From an optimization exercise on the open Yosys and OpenROAD flow, aimed at small area, a short achievable clock period and few clock cycles per item; shortcuts taken in it are not production practice.
Only simulation tests tie the RTL to the original design; equivalence was not proved.
Power figures rest on the tool's default switching activity, not on a simulated workload.

## flow/design.v (module list and top-level ports; edited modules follow where they fit)
// module anvil_bus_mac: 1750 lines
// module anvil_fa: 10 lines
// module anvil_ha: 9 lines
module anvil_bus_mac (
    input  wire        clk,
    input  wire        rst,
    input  wire        in_valid,
    output wire        in_ready,
    input  wire [39:0] in_sample,    
    input  wire [23:0] in_gain,      
    input  wire        in_last,
    output reg         out_valid,
    input  wire        out_ready,
    output reg  [39:0] out_value,    
    output reg         out_clip
);
  // ...
==> flow/flow/run.sh <==
#!/bin/bash
# The standard layout, except:
# - buffer_ports gives the ports sky130_fd_sc_hd__buf_2 buffers instead of
#   the delay buffers it picks by default (every port still gets a buffer);
# - repair_timing works to a setup slack margin, so that it improves the
#   paths that already meet the clock period. The clock, its period and the
#   constraints are the standard flow's.
set -euo pipefail
bash standard.sh "BUFFER_PORTS_ARGS=-buffer_cell sky130_fd_sc_hd__buf_2" "SETUP_SLACK_MARGIN=13.3" finish > standard.log 2>&1
==> flow/standard.sh <==
#!/bin/bash
# synth_recipe.tcl (not shown) runs the flow's synth.tcl, then flattens the netlist and writes it again
# the make line also repeats each setting of config.mk as NAME=value (left out here)
make -C /OpenROAD-flow-scripts/flow DESIGN_CONFIG=/design/flow/config.mk WORK_HOME=/design/flow/orfs CLKGATE_MAP_FILE= SYNTH_SCRIPT=/design/flow/synth_recipe.tcl "${@:-finish}"
==> flow/config.mk <==
export PLATFORM = sky130hd
export DESIGN_NAME = anvil_bus_mac
export DESIGN_NICKNAME = anvil_bus_mac
export VERILOG_FILES = /design/flow/design.v
export SDC_FILE = /design/flow/constraint.sdc
export NUM_CORES = 4
export LEC_CHECK = 0
export ABC_AREA = 1
export CAP_MARGIN = 20
export CORE_MARGIN = 2
export CORE_UTILIZATION = 40
export PLACE_DENSITY = 0.6
export SLEW_MARGIN = 60
export SYNTH_HIERARCHICAL = 1
==> flow/constraint.sdc <==
create_clock -name core_clock -period 18.0 [get_ports {clk}]
set_input_delay 3.6000 -clock core_clock [delete_from_list [all_inputs] [get_ports {clk}]]
set_output_delay 3.6000 -clock core_clock [all_outputs]
set_load 0.01 [all_outputs]
==> notes.md, run 1 <==
status finished clean; Worst R2R Start bone[4]$_DFFE_PP_; R2R Path End m_c[26]$_DFFE_PP_; PortBufs 111; Max Fclk 0.210 GHz; clk sinks 315; Via Count 23200; largest net degree at the start of global routing 76; worst hold slack between 0.4 and 0.5 ns; GR Layer Usage met3 0.0488; num tapcells 1060; gr busiest metal met2; HP Start i_l$_DFFE_PP_; Syn Nets 3681; Post-Synth Simple-Gate Area 0.0410; DP HPWL approximately 63000 um; multi-input combinational area share 0.608; Final Util 0.437; Global Route met1 Usage 0.317; largest family of logic cells by synthesized area adder cells; Non-clock inverters 264; Sequential Power Share 0.232; most common cell after layout, fill and taps aside xor2_1; Post-synth top flop edfxtp_1; Initial Util 0.402; antenna violations before repair 0; area of the multi-input gates approximately 21000 sq um; Max Root-Sink Buffers 3; met3 WL post-DR 8530 um
Testbench counts, summed over its fixed seeds: cycles 79,310, items 4,800.
==> inputs of run 2 (changes only) <==
--- a/flow/config.mk
+++ b/flow/config.mk
@@ -10,4 +10,6 @@
 export CORE_MARGIN = 2
 export CORE_UTILIZATION = 40
+export CTS_CLUSTER_DIAMETER = 150
+export CTS_CLUSTER_SIZE = 32
 export PLACE_DENSITY = 0.6
 export SLEW_MARGIN = 60
==> notes.md, run 2 <==
status finished clean; Post-DRT Antenna Nets 0; worst hold path type flop to flop; most frequent cells in the layout 519 x xor2_1, 469 x o22ai_1, 426 x fa_1, 260 x edfxtp_1, 207 x inv_1; fin. max-slew vios 0; total power 5.90 mW; ordered cell list for the critical path buf_2; Synth cell types between 40 and 50; Worst Hold Depth 0; HP Start i_l$_DFFE_PP_; pwr dens 173 nW/um^2; TritonCTS clock tree built; Worst-path clk slew 0.11 ns; largest net degree at the start of global routing 76 (unchanged); worst reg2reg path depth 10; Ant. Diodes 0; Worst R2R Start bone[4]$_DFFE_PP_; clock period minus worst slack 4.74 ns; Slew @ Worst Pin 0.620 ns; most frequent cells after synthesis 520 x xor2_1, 469 x o22ai_1, 426 x fa_1; PortBufs 111 (unchanged); Top Registers m_c (49), m_s (49), acc (46); Max Root-Sink Buffers 3 (unchanged); CTS buffer count 14; CP max stage delay 0.43 ns; die height 288 um; worst-path maximum fanout 1; CP Capture Type output port; max-cap violation count 0; max_slew headroom 0.587; Area growth syn-to-layout 5.97%; Post-Syn Area 32200 sq um; Hold Buf Count CTS 0; Comb power frac 0.683; sequential-to-total area share from yosys stat 0.277; clk root buf clkbuf_16; CTS H-tree lvls 1; Final Hold Viols 0; Post-Syn Area per Cell 10.7 sq um; Final Wtd Congestion 0.866; Setup TNS 0 ns; Max Fclk 0.211 GHz (+0.57%); Initial Util 0.402 (unchanged); Syn Nets 3681 (unchanged); switch share 0.442; Final #Nets 3592; crit path launch out_value[17]$_DFFE_PP_; share of cells above drive strength 1 0.0889; Storage cell area 8920 sq um; Starting DRT DRC Count 2230; clock share of power 0.069; final setup violation count 0; CP max stage cell edfxtp_1; most common cell after layout, fill and taps aside xor2_1; R2R setup slack 13.40 ns; top post-synthesis cells by area fa_1 26%, edfxtp_1 24%, xor2_1 14%; core area 80200 sq um; biggest area consumer among synthesized cells fa_1; vias per cell between 5 and 6; Post-Syn Instances between 3000 and 4000; antenna violations before repair 0 (unchanged); ys async rst share 0; die area 82800 sq um; final worst setup slack 13.26 ns; yosys warns 7; # fillers 7781; number of enable flip-flop cells after synthesis 260; grt total ovfl 0; CP bufs+invs 1; Place WS ~13 ns; CP arrival 1.14 ns; Psw 2.60 mW; Via Count 23000 (-1.1%); fin crit share 0.263; clk sinks 315 (unchanged); clock latency on the worst-skew pair 0.57 ns; Tot GR Track Use 0.223; Sequential Power Share 0.248 (+0.016); most used standard cell by instance count after synthesis xor2_1; wire per inst about 23 um; Die W 288 um; DP HPWL 62600 um (unchanged); Crit path max-delay family flip-flops; Post-Route WL about 90000 um; area of the multi-input gates 21300 sq um (unchanged); R2R Path End m_c[26]$_DFFE_PP_; unrepaired setup endpoints after global routing yes; vias in the first global route 23300; row count 104; DR pass1 iterations 5; IO Pins 112; DRC 0; Post-synth top flop edfxtp_1; Int Power ~3.3 mW; clk_skew 0.0375 ns; crit start category flop; Worst EP required around 14 ns; Leakage Power 13.9 nW; Yosys reg bits 315; share of the synthesized area in the top cell type 0.265; peak supply drop 0.0000834 V; first-pass GRT wire length 143000 um; Setup CP Type flop to output port; sink of the worst hold path m_l$_DFFE_PP_
run 2: cell counts after synthesis:
No cell type changed its count.
run 2: final cells by class:
cell class	instances	area share
timing repair buffer	160	0.0310
inverter	264	0.0317
clock inverter	4	0.00132
multi-input combinational	2162	0.624
sequential	315	0.261
clock buffer	20	0.0115
tap	1060	0.0389
run 2: stage by stage:
stage / hold WS, ns / std cells / cell area, sq um / utilization
3_3_place_gp: 0.436 / 3952 / 33300 / 0.416
5_1_grt: 0.450 / 3985 / 34100 / 0.426
2_1_floorplan: 0.400 / 3006 / 32200 / -
6_report: 0.433 / 3985 / 34100 / 0.426
3_5_place_dp: 0.406 / 3953 / 33500 / 0.418
4_1_cts: 0.432 / 3977 / 33900 / 0.423
run 2: kinds of logic (layout without fill, tap and decap cells):
group | after synthesis | count (layout) | share of synthesized area
compound gates | 697 | 697 | 0.136
simple gates | 317 | 317 | 0.0410
flops | 315 | 315 | 0.277
fa+ha+maj | 606 | 606 | 0.335
mux | 7 | 7 | 0.00245
xor+xnor | 535 | 535 | 0.146
buf+inv | 529 | 448 | 0.0635
run 2: worst max path at each step:
stage	to	slack, ns	cells past startpoint
3_3_place_gp	ei$_SDFF_PP1_	12.97	7
6_report	out_value[17]	13.26	1
4_1_cts	out_value[17]	13.23	1
5_1_grt	out_value[17]	13.21	1
3_5_place_dp	gnz$_DFFE_PP_	13.29	4
2_1_floorplan	acc[33]$_SDFFE_PP0P_	13.49	4
run 2: power groups by stage:
| stage | combinational [mW] | sequential, mW | clock, mW |
|---|---|---|---|
| final | 4.03 | 1.46 | 0.406 |
| after CTS | 4.07 | 1.47 | 0.427 |
| after global routing | 4.65 | 1.48 | 0.447 |
| after floorplan | 2.80 | 1.44 | 0 |
| after detailed placement | 4.04 | 1.48 | 0 |
| after global placement | 3.90 | 1.48 | 0 |
run 2: what timing repair did:
item                       4_1_cts  5_1_grt
pin swaps                        0        0
resized for setup                2       12
buffers inserted                 0        4
setup endpoints to repair       28       88
run 2: layer usage:
layer | global-route usage | part of all wire | up-vias
met5 | 0 | 0 | -
met4 | 0.0789 | 0.037 | 0
met3 | 0.0437 | 0.092 | 198
met2 | 0.339 | 0.44 | 1228
met1 | 0.316 | 0.43 | 11400
li1 | - | - | 10200
run 2: modules after synthesis (local to each module, per instance):
module / area [sq um] / times used
anvil_bus_mac: 24000 / 1
anvil_ha: 12.5 / 47
anvil_fa: 20.0 / 381
==> inputs of run 3 (changes only) <==
--- a/flow/config.mk
+++ b/flow/config.mk
@@ -10,7 +10,7 @@
 export CORE_MARGIN = 2
 export CORE_UTILIZATION = 40
-export CTS_CLUSTER_DIAMETER = 150
-export CTS_CLUSTER_SIZE = 32
+export CTS_CLUSTER_DIAMETER = 100
+export CTS_CLUSTER_SIZE = 24
 export PLACE_DENSITY = 0.6
-export SLEW_MARGIN = 60
+export SLEW_MARGIN = 20
 export SYNTH_HIERARCHICAL = 1
==> notes.md, run 3 <==
clk sinks 315 (unchanged); Leakage Power 14.0 nW (+0.29%); core area 80200 sq um (unchanged); Post-Syn Instances 3006 (unchanged); Via Count 23000 (+0.017%); worst hold path type flop to flop; Final Wtd Congestion 0.866 (unchanged); Comb power frac 0.675 (-0.008); DR pass1 iterations 5 (unchanged); vias per cell 5.75 (-0.28%); Final Hold Viols 0 (unchanged); Int Power 3.35 mW (+1.6%); switch share 0.440 (-0.00141); Post-Synth XOR/XNOR Area 0.146 (unchanged); Hold Buf Count CTS 0 (unchanged); Final #Nets 3599 (+0.19%); Sequential Power Share 0.245 (-0.003); clock period minus worst slack 4.73 ns (-0.00750 ns); CTS buffer count 19 (+5); Psw 2.63 mW (+1.0%); Max Root-Sink Buffers 3 (unchanged); largest net degree at the start of global routing 76 (unchanged); worst reg2reg path depth 9 (-1); Storage cell area 8920 sq um (unchanged); Worst EP required 14.40 ns (about the same); Worst R2R Start s_r[39]$_DFFE_PP_; biggest area consumer among synthesized cells fa_1; first-pass GRT wire length 144000 um (+0.97%); sequential-to-total area share from yosys stat 0.277 (unchanged); row count 104 (unchanged); IO Pins 112 (unchanged); Max Fclk 0.211 GHz (+0.16%); die height 288 um (unchanged); yosys warns 7 (unchanged); Worst Hold Depth 0 (unchanged); clk root buf clkbuf_16; R2R Path End m_c[28]$_DFFE_PP_; Ant. Diodes 0 (unchanged); CP arrival 1.13 ns (about the same); Die W 288 um (unchanged); R2R setup slack 13.38 ns (-0.02 ns); fin. max-slew vios 0 (unchanged); total power 5.98 mW (+1.4%); ordered cell list for the critical path buf_2; wire per inst 23.1 um (-0.48%); Area growth syn-to-layout 6.10%; clk_skew 0.0314 ns (-0.00608 ns); HP Start i_l$_DFFE_PP_; Final Util 0.426 (+0.000500); Post-Syn Area per Cell 10.7 sq um (unchanged); share of the synthesized area in the top cell type 0.265 (unchanged); status finished clean; top post-synthesis cells by area fa_1 26%, edfxtp_1 24%, xor2_1 14%; max-cap violation count 0 (unchanged); area of the multi-input gates 21300 sq um (-0.11%); fin crit share 0.263 (-0.000417); # fillers 7746 (-0.45%); die area 82800 sq um (unchanged); CTS H-tree lvls 1 (unchanged); Crit path max-delay family flip-flops; Compound-Gate Fraction of Synth Area 0.136 (unchanged); Setup CP Type flop to output port; clock latency on the worst-skew pair 0.57 ns (about the same); most frequent cells after synthesis 520 x xor2_1, 469 x o22ai_1, 426 x fa_1; Post-Route WL 92500 um (-0.18%); DP HPWL 62500 um (-0.21%); clock share of power 0.080 (+0.011); share of cells above drive strength 1 0.0895 (+0.000658); vias in the first global route 23700 (+1.6%); most common cell after layout, fill and taps aside xor2_1; grt total ovfl 0 (unchanged); sink of the worst hold path m_l$_DFFE_PP_; ys async rst share 0 (unchanged); most used standard cell by instance count after synthesis xor2_1; Top Registers m_c (49), m_s (49), acc (46); DRC 0 (unchanged); Slew @ Worst Pin 1.08 ns (+0.460 ns); number of enable flip-flop cells after synthesis 260 (unchanged); CP Capture Type output port; Initial Util 0.402 (unchanged); Post-Synth Simple-Gate Area 0.0410 (unchanged); Starting DRT DRC Count 2366 (+6.1%); CP max stage delay 0.41 ns (-0.02 ns); Post-DRT Antenna Nets 0 (unchanged); unrepaired setup endpoints after global routing yes; worst hold slack 0.434 ns (+0.00119 ns); Syn Nets 3681 (unchanged); mux cell area share after synthesis 0.00245 (unchanged); Post-Syn Area 32200 sq um (unchanged); most frequent cells in the layout 520 x xor2_1, 469 x o22ai_1, 426 x fa_1, 260 x edfxtp_1, 211 x inv_1; CP bufs+invs 1 (unchanged); Worst-path clk slew 0.09 ns (-0.02 ns); Yosys reg bits 315 (unchanged); TritonCTS clock tree built; antenna violations before repair 1 (+1); pwr dens 175 nW/um^2 (+1.2%); PortBufs 111 (unchanged); max_slew headroom 0.280 (-0.307); Synth cell types 42 (unchanged); largest family of logic cells by synthesized area adder cells; Post-synth top flop edfxtp_1; CP max stage cell edfxtp_1; Tot GR Track Use 0.224 (+0.00190); final setup violation count 0 (unchanged); worst-path maximum fanout 1 (unchanged); crit start category flop; Setup TNS 0 ns (unchanged); peak supply drop 0.000129 V (+54%); Adder-Cell Fraction of Synth Area 0.335 (unchanged)
run 3: cell counts after synthesis:
Identical to the previous run, type by type.
run 3: final cells by class:
class	instances	area share
Inverter	264	0.0304
Clock buffer	24	0.0146
Clock inverter	10	0.00333
Timing Repair Buffer	162	0.0290
Multi-Input combinational cell	2162	0.623
Tap cell	1060	0.0388
Sequential cell	315	0.261
run 3: worst max path at each step:
stage	startpoint	end	slack, ns	depth (start not counted)
2_1_floorplan	rst	acc[33]$_SDFFE_PP0P_	13.49	4
3_3_place_gp	rst	ei$_SDFF_PP1_	12.97	7
3_5_place_dp	rst	ei$_SDFF_PP1_	12.96	7
4_1_cts	out_value[39]$_DFFE_PP_	out_value[39]	13.22	1
5_1_grt	out_value[17]$_DFFE_PP_	out_value[17]	13.22	1
6_report	out_value[17]$_DFFE_PP_	out_value[17]	13.27	1
run 3: kinds of logic after synthesis:
logic type,count (synthesis)
buffers and inverters,529
AO/OA/AOI/OAI,697
multiplexers,7
adder cells (fa/ha/maj),606
AND/OR/NAND/NOR,317
flip-flops,315
XOR/XNOR,535
run 3: per-stage QoR:
stage / cells / setup slack, ns / area, sq um
after global placement: 3952 / 12.97 / 33300
after CTS: 3986 / 13.22 / 34000
after global routing: 3997 / 13.22 / 34200
final: 3997 / 13.27 / 34200
after floorplan: 3006 / 13.49 / 32200
after detailed placement: 3952 / 12.96 / 33400
run 3: per-module statistics from Yosys (local to each module, per instance):
module / flops+latches / cell area (sq um) / cells inside
anvil_ha: 0 / 12.5 / 1
anvil_bus_mac: 315 / 24000 / 2578
anvil_fa: 0 / 20.0 / 1
run 3: per-layer routing:
metal | vias up | global-route usage | share of wire
met2 | 1190 | 0.339 | 0.44
met4 | 0 | 0.0810 | 0.037
met1 | 11400 | 0.319 | 0.43
met5 | - | 0 | 0
li1 | 10200 | - | -
met3 | 214 | 0.0450 | 0.090
run 3: repair_timing:
action                                  4_1_cts  5_1_grt
pin swaps                                     0        0
gates cloned                                  0        0
resized for setup                             6       25
endpoints found under the setup margin       70      130
buffers inserted                              0       10
run 3: power groups by stage:
stage | registers (mW) | clock network [mW] | logic (mW)
6_report | 1.47 | 0.481 | 4.03
5_1_grt | 1.49 | 0.525 | 4.65
4_1_cts | 1.47 | 0.504 | 4.06
3_5_place_dp | 1.48 | 0 | 4.03
3_3_place_gp | 1.48 | 0 | 3.90
2_1_floorplan | 1.44 | 0 | 2.80
==> inputs of run 4 (changes only) <==
--- a/flow/config.mk
+++ b/flow/config.mk
@@ -12,5 +12,5 @@
 export CTS_CLUSTER_DIAMETER = 100
 export CTS_CLUSTER_SIZE = 24
-export PLACE_DENSITY = 0.6
+export PLACE_DENSITY = 0.75
 export SLEW_MARGIN = 20
 export SYNTH_HIERARCHICAL = 1
==> notes.md, run 4 <==
clock latency on the worst-skew pair 0.59 ns (+0.02 ns); unrepaired setup endpoints after global routing yes; max-cap violation count 0 (unchanged); vias in the first global route 24100 (+1.6%); fin crit share 0.264 (+0.00121); core area 80200 sq um (unchanged); Worst EP required 14.40 ns (about the same); grt total ovfl 0 (unchanged); final setup violation count 0 (unchanged); Worst R2R Start bone[6]$_DFFE_PP_; ordered cell list for the critical path buf_2; Final Wtd Congestion 0.885 (+2.2%); most common cell after layout, fill and taps aside xor2_1; Worst-path clk slew 0.10 ns (about the same); CP max stage delay 0.42 ns (about the same); yosys warns 7 (unchanged); die height 288 um (unchanged); Ant. Diodes 0 (unchanged); top post-synthesis cells by area fa_1 26%, edfxtp_1 24%, xor2_1 14%; Final #Nets 3588 (-0.31%); fin. max-slew vios 0 (unchanged); Setup TNS 0 ns (unchanged); ys async rst share 0 (unchanged); clock period minus worst slack 4.75 ns (+0.0217 ns); IO Pins 112 (unchanged); Max Fclk 0.211 GHz (-0.46%); Inst Count DP 3950 (-0.051%); # fillers 7527 (-2.8%); Die W 288 um (unchanged); area of the multi-input gates 21300 sq um (about the same); Post-DRT Antenna Nets 0 (unchanged); CP bufs+invs 1 (unchanged); Top Registers m_c (49), m_s (49), acc (46); worst hold slack 0.431 ns (-0.00329 ns); first-pass GRT wire length 137000 um (-4.8%); Post-Syn Area per Cell 10.7 sq um (unchanged); TritonCTS clock tree built; most frequent cells in the layout 520 x xor2_1, 469 x o22ai_1, 426 x fa_1, 260 x edfxtp_1, 212 x inv_1; die area 82800 sq um (unchanged); Area growth syn-to-layout 5.83%; share of the synthesized area in the top cell type 0.265 (unchanged); peak supply drop 0.000102 V (-21%); clk root buf clkbuf_16; CTS buffer count 20 (+1); CP Capture Type output port; Hold Buf Count CTS 0 (unchanged); Leakage Power 13.9 nW (-0.34%); Post-Syn Instances 3006 (unchanged); clk_skew 0.0331 ns (+0.00172 ns); Post-Syn Area 32200 sq um (unchanged); wire per inst 22.1 um (-4.7%); sequential-to-total area share from yosys stat 0.277 (unchanged); worst hold path type flop to flop; Starting DRT DRC Count 2497 (+5.5%); Synth cell types 42 (unchanged); DP HPWL 60300 um (-3.5%); most used standard cell by instance count after synthesis xor2_1; HP Start i_l$_DFFE_PP_; biggest area consumer among synthesized cells fa_1; max_slew headroom 0.297 (+0.0170); final std cells w/o fill 3986 (-0.28%); Final Hold Viols 0 (unchanged); DRC 0 (unchanged); Crit path max-delay family flip-flops; Max Root-Sink Buffers 3 (unchanged); Slew @ Worst Pin 1.05 ns (-0.0267 ns); worst-path maximum fanout 1 (unchanged); pwr dens 178 nW/um^2 (+1.6%); Post-Route WL 87900 um (-4.9%); antenna violations before repair 2 (+1); CP arrival 1.15 ns (+0.02 ns); Syn Nets 3681 (unchanged); status finished clean; Via Count 23600 (+2.7%); Setup CP Type flop to output port; Initial Util 0.402 (unchanged); crit start category flop; most frequent cells after synthesis 520 x xor2_1, 469 x o22ai_1, 426 x fa_1; Yosys reg bits 315 (unchanged); number of enable flip-flop cells after synthesis 260 (unchanged); DR pass1 iterations 8 (+3); row count 104 (unchanged); Storage cell area 8920 sq um (about the same); Post-synth top flop edfxtp_1; vias per cell 5.92 (+3.0%); PortBufs 111 (unchanged); largest net degree at the start of global routing 65 (-14%); share of cells above drive strength 1 0.0854 (-0.00411); crit path launch out_value[37]$_DFFE_PP_; CTS H-tree lvls 1 (unchanged); CP max stage cell edfxtp_1; Tot GR Track Use 0.210 (-0.0147); clk sinks 315 (unchanged)
run 4: per-module statistics from Yosys, one instance, submodules excluded:
module         area [sq um]  flip-flops and latches
anvil_bus_mac         24000                     315
anvil_ha               12.5                       0
anvil_fa               20.0                       0
run 4: cells by family after synthesis:
logic type                 share of synthesized area
DFF                                            0.277
xor gates and xnor gates                       0.146
and+or+nand+nor                               0.0410
adders and majority gates                      0.335
AOI/OAI and AO/OA                              0.136
buffers and inverters                         0.0635
muxes                                        0.00245
run 4: layer usage:
layer | track usage | share of wire | up-vias
li1 | - | - | 10200
met1 | 0.284 | 0.40 | 11500
met3 | 0.0487 | 0.11 | 299
met2 | 0.324 | 0.44 | 1616
met4 | 0.0880 | 0.045 | 0
met5 | 0 | 0 | -
run 4: worst paths after layout:
path / depth (start not counted) / to / slack [ns]
max: 1 / out_value[37] / 13.25
min: 0 / m_l$_DFFE_PP_ / 0.43
max reg2reg: 9 / m_c[28]$_DFFE_PP_ / 13.36
min reg2reg: 0 / m_l$_DFFE_PP_ / 0.43
run 4: repair_timing:
action / 4_1_cts / 5_1_grt
setup buffers: 0 / 1
gates resized for setup: 3 / 18
endpoints found under the setup margin: 50 / 99
run 4: final cells by class:
type / instances / area share
Multi-Input combinational cell: 2162 / 0.624
Sequential cell: 315 / 0.262
Tap cell: 1060 / 0.0389
Inverter: 264 / 0.0300
Timing Repair Buffer: 150 / 0.0256
Clock buffer: 25 / 0.0152
Clock inverter: 10 / 0.00441
run 4: power by group:
part	internal [mW]	total (mW)	switching, mW
Sequential	1.36	1.46	0.0984
Clock	0.234	0.510	0.276
Combinational	1.78	4.08	2.30
Total	3.38	6.06	2.68
run 4: stage by stage:
step                total power [mW]  utilization  worst slack (ns)  area [sq um]
global placement                5.29        0.416             12.96         33300
CTS                             6.09        0.424             13.20         34000
finish                          6.06        0.425             13.25         34100
global route                    6.73        0.425             13.19         34100
floorplan                       4.24            -             13.49         32200
detailed placement              5.54        0.416             12.98         33300
==> inputs of run 5 (changes only) <==
--- a/flow/config.mk
+++ b/flow/config.mk
@@ -12,5 +12,5 @@
 export CTS_CLUSTER_DIAMETER = 100
 export CTS_CLUSTER_SIZE = 24
-export PLACE_DENSITY = 0.75
-export SLEW_MARGIN = 20
+export PLACE_DENSITY = 0.6
+export SLEW_MARGIN = 60
 export SYNTH_HIERARCHICAL = 1
==> notes.md, run 5 <==
DR pass1 iterations 6 (-2); wire per inst 23.2 um (+5.2%); Starting DRT DRC Count 2310 (-7.5%); max_slew headroom 0.591 (+0.294); status finished clean; top post-synthesis cells by area fa_1 26%, edfxtp_1 24%, xor2_1 14%; share of the synthesized area in the top cell type 0.265 (unchanged); core area 80200 sq um (unchanged); pwr dens 174 nW/um^2 (-2.0%); fin crit share 0.264 (-0.000272); vias per cell 5.77 (-2.4%); Area growth syn-to-layout 6.42%; ys async rst share 0 (unchanged); die height 288 um (unchanged); clock latency on the worst-skew pair 0.57 ns (-0.02 ns); Inst Count DP 3953 (+0.076%); total power 5.97 mW (-1.4%); CTS H-tree lvls 1 (unchanged); Die W 288 um (unchanged); first-pass GRT wire length 143000 um (+4.2%); Setup TNS 0 ns (unchanged); Final #Nets 3594 (+0.17%); largest net degree at the start of global routing 76 (+17%); Setup CP Type flop to output port; CP bufs+invs 1 (unchanged); Final Hold Viols 0 (unchanged); Synth cell types 42 (unchanged); CP max stage cell edfxtp_1; share of cells above drive strength 1 0.0911 (+0.00562); Worst EP required 14.40 ns (about the same); yosys warns 7 (unchanged); Leakage Power 14.0 nW (+0.64%); clk sinks 315 (unchanged); IO Pins 112 (unchanged); Top Registers m_c (49), m_s (49), acc (46); Post-Syn Area 32200 sq um (unchanged); mux cell area share after synthesis 0.00245 (unchanged); die area 82800 sq um (unchanged); Ant. Diodes 0 (unchanged); max-cap violation count 0 (unchanged); Post-Syn Instances 3006 (unchanged); CP max stage delay 0.43 ns (about the same); final setup violation count 0 (unchanged); Crit path max-delay family flip-flops; worst hold slack 0.431 ns (+0.000201 ns); most used standard cell by instance count after synthesis xor2_1; Slew @ Worst Pin 0.613 ns (-0.440 ns); worst-path maximum fanout 1 (unchanged); sequential-to-total area share from yosys stat 0.277 (unchanged); largest family of logic cells by synthesized area adder cells; Tot GR Track Use 0.223 (+0.0130); clk root buf clkbuf_16; CP arrival 1.14 ns (about the same); fin. max-slew vios 0 (unchanged); Initial Util 0.402 (unchanged); Post-Synth XOR/XNOR Area 0.146 (unchanged); TritonCTS clock tree built; Post-Synth Simple-Gate Area 0.0410 (unchanged); biggest area consumer among synthesized cells fa_1; Post-Syn Area per Cell 10.7 sq um (unchanged); unrepaired setup endpoints after global routing yes; final std cells w/o fill 3992 (+0.15%); Compound-Gate Fraction of Synth Area 0.136 (unchanged); crit start category flop; worst hold path type flop to flop; number of enable flip-flop cells after synthesis 260 (unchanged); Post-Route WL 92600 um (+5.4%); CP Capture Type output port; Syn Nets 3681 (unchanged); antenna violations before repair 0 (-2); DP HPWL 62600 um (+3.9%); Via Count 23000 (-2.3%); most frequent cells in the layout 519 x xor2_1, 469 x o22ai_1, 426 x fa_1, 260 x edfxtp_1, 208 x inv_1; Hold Buf Count CTS 0 (unchanged); vias in the first global route 23400 (-2.9%); Final Wtd Congestion 0.866 (-2.1%); Max Fclk 0.211 GHz (+0.11%); clock period minus worst slack 4.74 ns (-0.00490 ns); row count 104 (unchanged); most frequent cells after synthesis 520 x xor2_1, 469 x o22ai_1, 426 x fa_1; peak supply drop 0.000133 V (+30%); Adder-Cell Fraction of Synth Area 0.335 (unchanged); Max Root-Sink Buffers 3 (unchanged); grt total ovfl 0 (unchanged); ordered cell list for the critical path buf_2; most common cell after layout, fill and taps aside xor2_1; Final Util 0.428 (+0.00236); DRC 0 (unchanged); Yosys reg bits 315 (unchanged); Post-DRT Antenna Nets 0 (unchanged); Post-synth top flop edfxtp_1; Worst-path clk slew 0.10 ns (about the same); clk_skew 0.0366 ns (+0.00347 ns); PortBufs 111 (unchanged); CTS buffer count 19 (-5.0%)
run 5: cell counts after synthesis:
Identical to the previous run, type by type.
run 5: worst paths after layout:
path | from | to | slack [ns] | cells after the start
worst max register to register | s_r[39]$_DFFE_PP_ | m_c[28]$_DFFE_PP_ | 13.39 | 9
worst max-delay path | out_value[17]$_DFFE_PP_ | out_value[17] | 13.26 | 1
worst min-delay path | i_l$_DFFE_PP_ | m_l$_DFFE_PP_ | 0.43 | 0
worst min register to register | i_l$_DFFE_PP_ | m_l$_DFFE_PP_ | 0.43 | 0
run 5: Yosys stat by module, one instance, submodules excluded:
module | cells inside | cell area, sq um
anvil_bus_mac | 2578 | 24000
anvil_fa | 1 | 20.0
anvil_ha | 1 | 12.5
run 5: per-stage QoR:
step / cell area (sq um) / worst slack [ns]
6_report: 34300 / 13.26
5_1_grt: 34300 / 13.21
4_1_cts: 34100 / 13.22
3_5_place_dp: 33500 / 13.29
3_3_place_gp: 33300 / 12.97
2_1_floorplan: 32200 / 13.49
run 5: repair_timing:
| item | 4_1_cts | 5_1_grt |
|---|---|---|
| resized for setup | 2 | 10 |
| setup buffers | 0 | 1 |
| setup endpoints to repair | 33 | 85 |
run 5: per-layer routing:
layer | GRT usage | routed length (um) | vias up
li1 | - | - | 10200
met1 | 0.316 | 39900 | 11500
met2 | 0.338 | 40500 | 1186
met3 | 0.0446 | 8510 | 227
met4 | 0.0803 | 3710 | 0
met5 | 0 | 0 | -
run 5: cell type report:
class	instances	area, sq um
clock buffers	24	498
well taps	1060	1330
flip-flops and latches	315	8920
multi-input cells	2162	21300
inverters	264	1080
fillers	7773	45900
repair buffers	157	1030
clock inverters	10	113
run 5: report_power, final:
| group | total, mW | switching, mW | leakage, nW | internal [mW] |
|---|---|---|---|---|
| sequential | 1.46 | 0.0989 | 3.17 | 1.36 |
| combinational | 4.02 | 2.26 | 10.6 | 1.76 |
| clock | 0.482 | 0.262 | 0.304 | 0.221 |
run 5: logic make-up (layout without fill, tap and decap cells):
group / Yosys count / in the layout
compound gates: 697 / 697
fa+ha+maj: 606 / 606
xor+xnor: 535 / 535
buf+inv: 529 / 455
simple gates: 317 / 317
flops: 315 / 315
mux: 7 / 7
==> inputs of run 6 (changes only) <==
--- a/flow/flow/run.sh
+++ b/flow/flow/run.sh
@@ -7,3 +7,3 @@
 #   constraints are the standard flow's.
 set -euo pipefail
-bash standard.sh "BUFFER_PORTS_ARGS=-buffer_cell sky130_fd_sc_hd__buf_2" "SETUP_SLACK_MARGIN=13.3" finish > standard.log 2>&1
+bash standard.sh "BUFFER_PORTS_ARGS=-buffer_cell sky130_fd_sc_hd__buf_2" "SETUP_SLACK_MARGIN=13.8" finish > standard.log 2>&1
--- a/flow/config.mk
+++ b/flow/config.mk
@@ -10,6 +10,4 @@
 export CORE_MARGIN = 2
 export CORE_UTILIZATION = 40
-export CTS_CLUSTER_DIAMETER = 100
-export CTS_CLUSTER_SIZE = 24
 export PLACE_DENSITY = 0.6
 export SLEW_MARGIN = 60
==> notes.md, run 6 <==
max-cap violation count 0 (unchanged); R2R setup slack 13.83 ns (+0.44 ns); Post-DRT Antenna Nets 0 (unchanged); peak supply drop 0.0000936 V (-30%); fin crit share 0.266 (+0.00225); Post-Syn Instances 3006 (unchanged); Max Root-Sink Buffers 3 (unchanged); most frequent cells after synthesis 520 x xor2_1, 469 x o22ai_1, 426 x fa_1; # fillers 7515 (-3.3%); Final #Nets 3675 (+2.3%); share of cells above drive strength 1 0.132 (+0.0406); die height 288 um (unchanged); crit start category flop; clock latency on the worst-skew pair 0.58 ns (about the same); Hold Buf Count CTS 0 (unchanged); Via Count 23800 (+3.2%); Syn Nets 3681 (unchanged); final setup violation count 0 (unchanged); CP bufs+invs 1 (unchanged); ys async rst share 0 (unchanged); die area 82800 sq um (unchanged); DRC 0 (unchanged); CP arrival 1.19 ns (+0.05 ns); most used standard cell by instance count after synthesis xor2_1; DP HPWL 62300 um (-0.41%); TritonCTS clock tree built; Tot GR Track Use 0.224 (+0.00125); ordered cell list for the critical path buf_2; Ant. Diodes 0 (unchanged); Leakage Power 14.8 nW (+5.8%); sink of the worst hold path m_l$_DFFE_PP_; sequential-to-total area share from yosys stat 0.277 (unchanged); most frequent cells in the layout 516 x xor2_1, 466 x o22ai_1, 420 x fa_1, 260 x edfxtp_1, 197 x inv_1; Post-Syn Area per Cell 10.7 sq um (unchanged); grt total ovfl 0 (unchanged); most common cell after layout, fill and taps aside xor2_1; status finished clean; Post-Syn Area 32200 sq um (unchanged); CTS buffer count 38 (+19); Highest Signal Layer met4; vias in the first global route 23600 (+0.92%); DR pass1 iterations 6 (unchanged); Slew @ Worst Pin 0.603 ns (-0.0102 ns); Area growth syn-to-layout 12.3%; Synth cell types 42 (unchanged); CP max stage cell edfxtp_1; fin. max-slew vios 0 (unchanged); max_slew headroom 0.594 (+0.00313); Yosys reg bits 315 (unchanged); vias per cell 5.82 (+0.76%); core area 80200 sq um (unchanged); WL met2 42400 um (+4.6%); Worst R2R Start bneg[1]$_DFFE_PP_; Post-synth top flop edfxtp_1; Worst EP required 14.40 ns (about the same); HP Start i_l$_DFFE_PP_; worst reg2reg path depth 15 (+6); total power 6.35 mW (+6.4%); worst hold path type flop to flop; Worst Hold Depth 0 (unchanged); clock period minus worst slack 4.79 ns (+0.0405 ns); Worst-path clk slew 0.06 ns (-0.04 ns); clk root buf clkbuf_16; Setup CP Type flop to output port; PortBufs 111 (unchanged); Die W 288 um (unchanged); Max Fclk 0.209 GHz (-0.85%); yosys warns 7 (unchanged); Final Wtd Congestion 0.878 (+1.4%); largest net degree at the start of global routing 77 (+1.3%); CP max stage delay 0.44 ns (about the same); pwr dens 176 nW/um^2 (+0.81%); IO Pins 112 (unchanged); met3 WL post-DR 10200 um (+20%); Setup TNS 0 ns (unchanged); Top Registers m_c (49), m_s (49), acc (46); CTS H-tree lvls 2 (+1); Post-Route WL 96300 um (+3.9%); top post-synthesis cells by area fa_1 26%, edfxtp_1 24%, xor2_1 14%; row count 104 (unchanged); clk_skew 0.0245 ns (-0.0121 ns); wire per inst 23.5 um (+1.5%); R2R Path End m_k$_DFFE_PP_; biggest area consumer among synthesized cells fa_1; share of the synthesized area in the top cell type 0.265 (unchanged); Final Hold Viols 0 (unchanged); first-pass GRT wire length 143000 um (+0.17%); worst-path maximum fanout 1 (unchanged); Starting DRT DRC Count 2401 (+3.9%); CP Capture Type output port; number of enable flip-flop cells after synthesis 260 (unchanged); clk sinks 315 (unchanged); Initial Util 0.402 (unchanged); antenna violations before repair 0 (unchanged); unrepaired setup endpoints after global routing yes; Crit path max-delay family flip-flops; Routed met1 length 40200 um (+0.78%)
## run 6: worst max-delay path by stage
| stage | from | endpoint | slack (ns) | depth (start not counted) |
|---|---|---|---|---|
| 2_1_floorplan | in_gain[17] | gnz$_DFFE_PP_ | 13.62 | 3 |
| 3_3_place_gp | rst | ei$_SDFF_PP1_ | 13.28 | 8 |
| 3_5_place_dp | in_gain[1] | gnz$_DFFE_PP_ | 13.34 | 4 |
| 4_1_cts | out_value[0]$_DFFE_PP_ | out_value[0] | 13.11 | 1 |
| 5_1_grt | out_value[0]$_DFFE_PP_ | out_value[0] | 13.15 | 1 |
| 6_report | out_value[0]$_DFFE_PP_ | out_value[0] | 13.21 | 1 |
## run 6: what timing repair did
item | 4_1_cts | 5_1_grt
pin swaps | 0 | 14
gates resized for setup | 75 | 151
setup endpoints to repair | 151 | 161
buffers inserted | 14 | 36
cloned | 2 | 14
## run 6: metrics by stage
stage          std cells  area, sq um  worst slack [ns]  hold WS, ns  utilization
2_1_floorplan       3006        32300             13.62        0.400            -
6_report            4090        36200             13.21        0.421        0.451
5_1_grt             4090        36200             13.15        0.440        0.451
3_3_place_gp        3952        33400             13.28        0.403        0.417
3_5_place_dp        3952        33600             13.34        0.406        0.419
4_1_cts             4038        35200             13.11        0.420        0.439
## run 6: per-layer routing
metal,track usage,vias to the layer above
met5,0,-
met4,0.0751,0
met3,0.0474,229
met2,0.342,1395
met1,0.316,11800
li1,-,10400
## run 6: cell type report
class,instances,area [sq um],area share
multi-input cells,2163,21500,0.595
repair inverters,7,40.0,0.00111
repair buffers,211,1830,0.0507
flip-flops and latches,315,8920,0.247
clock inverters,19,218,0.00602
inverters,264,1260,0.0350
well taps,1060,1330,0.0367
clock buffers,51,1040,0.0288
## run 6: where the power goes
part | internal (mW) | switching (mW)
Clock | 0.455 | 0.321
Combinational | 1.81 | 2.30
Sequential | 1.37 | 0.103
## run 6: per-module statistics from Yosys (local to each module, per instance)
module         cells inside  flops+latches
anvil_ha                  1              0
anvil_fa                  1              0
anvil_bus_mac          2578            315
## run 6: kinds of logic after synthesis
logic type | synth area share
AOI/OAI and AO/OA | 0.136
adders and majority gates | 0.335
xor gates and xnor gates | 0.146
buffers and inverters | 0.0635
and+or+nand+nor | 0.0410
DFF | 0.277
muxes | 0.00245
==> inputs of run 7 (changes only) <==
--- a/flow/flow/run.sh
+++ b/flow/flow/run.sh
@@ -7,3 +7,3 @@
 #   constraints are the standard flow's.
 set -euo pipefail
-bash standard.sh "BUFFER_PORTS_ARGS=-buffer_cell sky130_fd_sc_hd__buf_2" "SETUP_SLACK_MARGIN=13.8" finish > standard.log 2>&1
+bash standard.sh "BUFFER_PORTS_ARGS=-buffer_cell sky130_fd_sc_hd__buf_2" "SETUP_SLACK_MARGIN=13.3" finish > standard.log 2>&1
--- a/flow/config.mk
+++ b/flow/config.mk
@@ -9,6 +9,8 @@
 export CAP_MARGIN = 20
 export CORE_MARGIN = 2
-export CORE_UTILIZATION = 40
-export PLACE_DENSITY = 0.6
-export SLEW_MARGIN = 60
+export CORE_UTILIZATION = 50
+export CTS_CLUSTER_DIAMETER = 100
+export CTS_CLUSTER_SIZE = 24
+export PLACE_DENSITY = 0.65
+export SLEW_MARGIN = 20
 export SYNTH_HIERARCHICAL = 1
==> notes.md, run 7 <==
Comb power frac 0.676 (+0.030); Psw 2.72 mW (+0.16%); peak supply drop 0.000123 V (+32%); mux cell area share after synthesis 0.00245 (unchanged); Final #Nets 3589 (-2.3%); wire per inst 24.0 um (+1.9%); fin. max-slew vios 0 (unchanged); Slew @ Worst Pin 1.05 ns (+0.448 ns); Post-Syn Instances 3006 (unchanged); Starting DRT DRC Count 2602 (+8.4%); Storage cell area 8920 sq um (about the same); Synth cell types 42 (unchanged); CTS buffer count 20 (-47%); status finished clean; Post-Synth XOR/XNOR Area 0.146 (unchanged); Place WS 12.96 ns (-0.383 ns); worst hold path type flop to flop; largest net degree at the start of global routing 78 (+1.3%); Area growth syn-to-layout 5.33%; CP arrival 1.12 ns (-0.07 ns); Post-Synth Simple-Gate Area 0.0410 (unchanged); Top Registers m_c (49), m_s (49), acc (46); most frequent cells in the layout 520 x xor2_1, 469 x o22ai_1, 426 x fa_1, 260 x edfxtp_1, 209 x inv_1; largest family of logic cells by synthesized area adder cells; row count 93 (-11%); Post-Syn Area per Cell 10.7 sq um (unchanged); Worst EP required 14.40 ns (about the same); Worst-path clk slew 0.09 ns (+0.03 ns); gr busiest metal met2; fin crit share 0.262 (-0.00368); Sequential Power Share 0.238 (+0.006); PortBufs 111 (unchanged); TritonCTS clock tree built; clock period minus worst slack 4.72 ns (-0.0663 ns); CP bufs+invs 1 (unchanged); # fillers 5579 (-26%); vias per cell 6.26 (+7.6%); first-pass GRT wire length 142000 um (-1.0%); Final Util 0.529 (+0.0779); Setup CP Type flop to output port; vias in the first global route 25100 (+6.3%); ordered cell list for the critical path buf_2; Syn Nets 3681 (unchanged); CP max stage cell edfxtp_1; unrepaired setup endpoints after global routing yes; worst-path maximum fanout 1 (unchanged); Max Fclk 0.212 GHz (+1.4%); max-cap violation count 0 (unchanged); sequential-to-total area share from yosys stat 0.277 (unchanged); switch share 0.442 (+0.0139); most frequent cells after synthesis 520 x xor2_1, 469 x o22ai_1, 426 x fa_1; CP max stage delay 0.40 ns (-0.04 ns); Final Hold Viols 0 (unchanged); pwr dens 182 nW/um^2 (+3.4%); Setup TNS 0 ns (unchanged); Crit path max-delay family flip-flops; die height 258 um (-10%); IO Pins 112 (unchanged); GR Layer Usage met3 0.0547 (+0.00729); Max Root-Sink Buffers 3 (unchanged); Adder-Cell Fraction of Synth Area 0.335 (unchanged); final setup violation count 0 (unchanged); clk_skew 0.0284 ns (+0.00392 ns); final worst setup slack 13.28 ns (+0.0663 ns); DP HPWL 61000 um (-2.1%); CTS H-tree lvls 1 (-1); Inst Count DP 3742 (-5.3%); Die W 258 um (-10%); Final Wtd Congestion 0.866 (-1.3%); Post-Route WL 90700 um (-5.8%); antenna violations before repair 0 (unchanged); Ant. Diodes 0 (unchanged); most used standard cell by instance count after synthesis xor2_1; Initial Util 0.502 (+0.101); die area 66500 sq um (-20%); most common cell after layout, fill and taps aside xor2_1; Area after DPL 33100 sq um (-1.5%); Tot GR Track Use 0.271 (+0.0469); grt met2 use 0.428 (+0.0861); Post-DRT Antenna Nets 0 (unchanged); final std cells w/o fill 3782 (-7.5%); Int Power 3.44 mW (-5.3%); Yosys reg bits 315 (unchanged); biggest area consumer among synthesized cells fa_1; clock share of power 0.087 (-0.035); grt total ovfl 0 (unchanged); max_slew headroom 0.299 (-0.296); post-route cell area 33900 sq um (-6.2%); yosys warns 7 (unchanged); crit start category flop; Via Count 23700 (-0.47%); Hold Buf Count CTS 0 (unchanged); share of the synthesized area in the top cell type 0.265 (unchanged); core area 64100 sq um (-20%); Global Route met1 Usage 0.364 (+0.0472); number of enable flip-flop cells after synthesis 260 (unchanged); Compound-Gate Fraction of Synth Area 0.136 (unchanged); clk sinks 315 (unchanged); ys async rst share 0 (unchanged); area of the multi-input gates 21300 sq um (-1.2%); DRC 0 (unchanged); Post-Syn Area 32200 sq um (unchanged); clock latency on the worst-skew pair 0.58 ns (about the same); CP Capture Type output port; top post-synthesis cells by area fa_1 26%, edfxtp_1 24%, xor2_1 14%; Post-synth top flop edfxtp_1; Leakage Power 14.0 nW (-6.0%); share of cells above drive strength 1 0.0864 (-0.0452); clk root buf clkbuf_16; DR pass1 iterations 6 (unchanged)
-- run 7: cell counts after synthesis --
Identical to the previous run, type by type.
-- run 7: power groups by stage --
stage,sequential [mW],combinational [mW],clock (mW)
after global routing,1.48,4.77,0.572
after global placement,1.47,3.92,0
final,1.46,4.16,0.535
after floorplan,1.44,2.80,0
after CTS,1.46,4.14,0.551
after detailed placement,1.48,4.10,0
-- run 7: modules after synthesis (local to each module, per instance) --
module / cells / flops+latches / cell area (sq um) / times used
anvil_ha: 1 / 0 / 12.5 / 47
anvil_fa: 1 / 0 / 20.0 / 381
anvil_bus_mac: 2578 / 315 / 24000 / 1
-- run 7: worst paths after layout --
check,from,end,slack (ns),depth (start not counted)
worst min-delay path,i_l$_DFFE_PP_,m_l$_DFFE_PP_,0.44,0
worst max register to register,btwo[7]$_DFFE_PP_,m_c[30]$_DFFE_PP_,13.39,9
worst min register to register,i_l$_DFFE_PP_,m_l$_DFFE_PP_,0.44,0
worst max-delay path,out_value[0]$_DFFE_PP_,out_value[0],13.28,1
-- run 7: final cells by class --
class,instances,area share
tap,855,0.0315
clock inverter,10,0.00491
timing repair buffer,151,0.0260
multi-input combinational,2162,0.627
inverter,264,0.0309
sequential,315,0.263
clock buffer,25,0.0166
-- run 7: cell families (layout without fill, tap and decap cells) --
logic type / count (synthesis) / after routing
AO/OA/AOI/OAI: 697 / 697
XOR/XNOR: 535 / 535
buffers and inverters: 529 / 450
multiplexers: 7 / 7
AND/OR/NAND/NOR: 317 / 317
flip-flops: 315 / 315
adder cells (fa/ha/maj): 606 / 606
-- run 7: per-layer routing --
metal | share of wire | vias up
met5 | 0 | -
met3 | 0.099 | 303
met4 | 0.048 | 0
li1 | - | 10200
met2 | 0.45 | 1520
met1 | 0.40 | 11700
-- run 7: metrics by stage --
step	hold WS, ns	power (mW)
2_1_floorplan	0.400	4.24
3_3_place_gp	0.427	5.39
3_5_place_dp	0.413	5.58
4_1_cts	0.448	6.15
5_1_grt	0.459	6.83
6_report	0.439	6.16
-- run 7: repair_timing --
action / 4_1_cts / 5_1_grt
endpoints found under the setup margin: 45 / 126
gates resized for setup: 2 / 37
cloned: 0 / 0
setup buffers: 0 / 4

==> separate check: timing with driven ports <==
In the flow no input, the clock included, has a driving cell. The finished layouts below were timed again as built, in two steps.
Step 1: set_driving_cell puts a clkbuf_16 on clk and a buf_2 on each other input, an assumption about the parent block.
Step 2 also shifts input and output timing later by t, the mid clock arrival at the registers, as if the neighbouring blocks saw the same clock.
Three values: ideal ports, drivers, drivers and shift; two values: the first two.
run | t, ns | setup slack, ns | worst hold slack (ns) | clock arrival spread, ns | worst data-port slew with drivers (ns)
run 1 | 0.639 | 13.238 / 13.172 / 13.296 | 0.422 / 0.422 / 0.422 | 0.038 / 0.038 | 0.08
run 2 | 0.621 | 13.264 / 13.195 / 13.327 | 0.433 / 0.433 / 0.433 | 0.039 / 0.039 | 0.08
run 3 | 0.623 | 13.272 / 13.205 / 12.961 | 0.434 / 0.434 / 0.434 | 0.033 / 0.033 | 0.07
run 4 | 0.621 | 13.250 / 13.193 / 13.031 | 0.431 / 0.431 / 0.431 | 0.043 / 0.043 | 0.05
run 5 | 0.618 | 13.255 / 13.188 / 13.326 | 0.431 / 0.431 / 0.431 | 0.038 / 0.038 | 0.08
run 6 | 0.632 | 13.215 / 13.150 / 13.361 | 0.421 / 0.421 / 0.421 | 0.024 / 0.024 | 0.05
run 7 | 0.628 | 13.281 / 13.221 / 12.939 | 0.439 / 0.439 / 0.439 | 0.030 / 0.030 | 0.04
After both steps setup and hold are still met in every run listed. The setup slack of run 7, which loses most, moves by -0.060 ns with the drivers and by -0.342 ns with both steps.
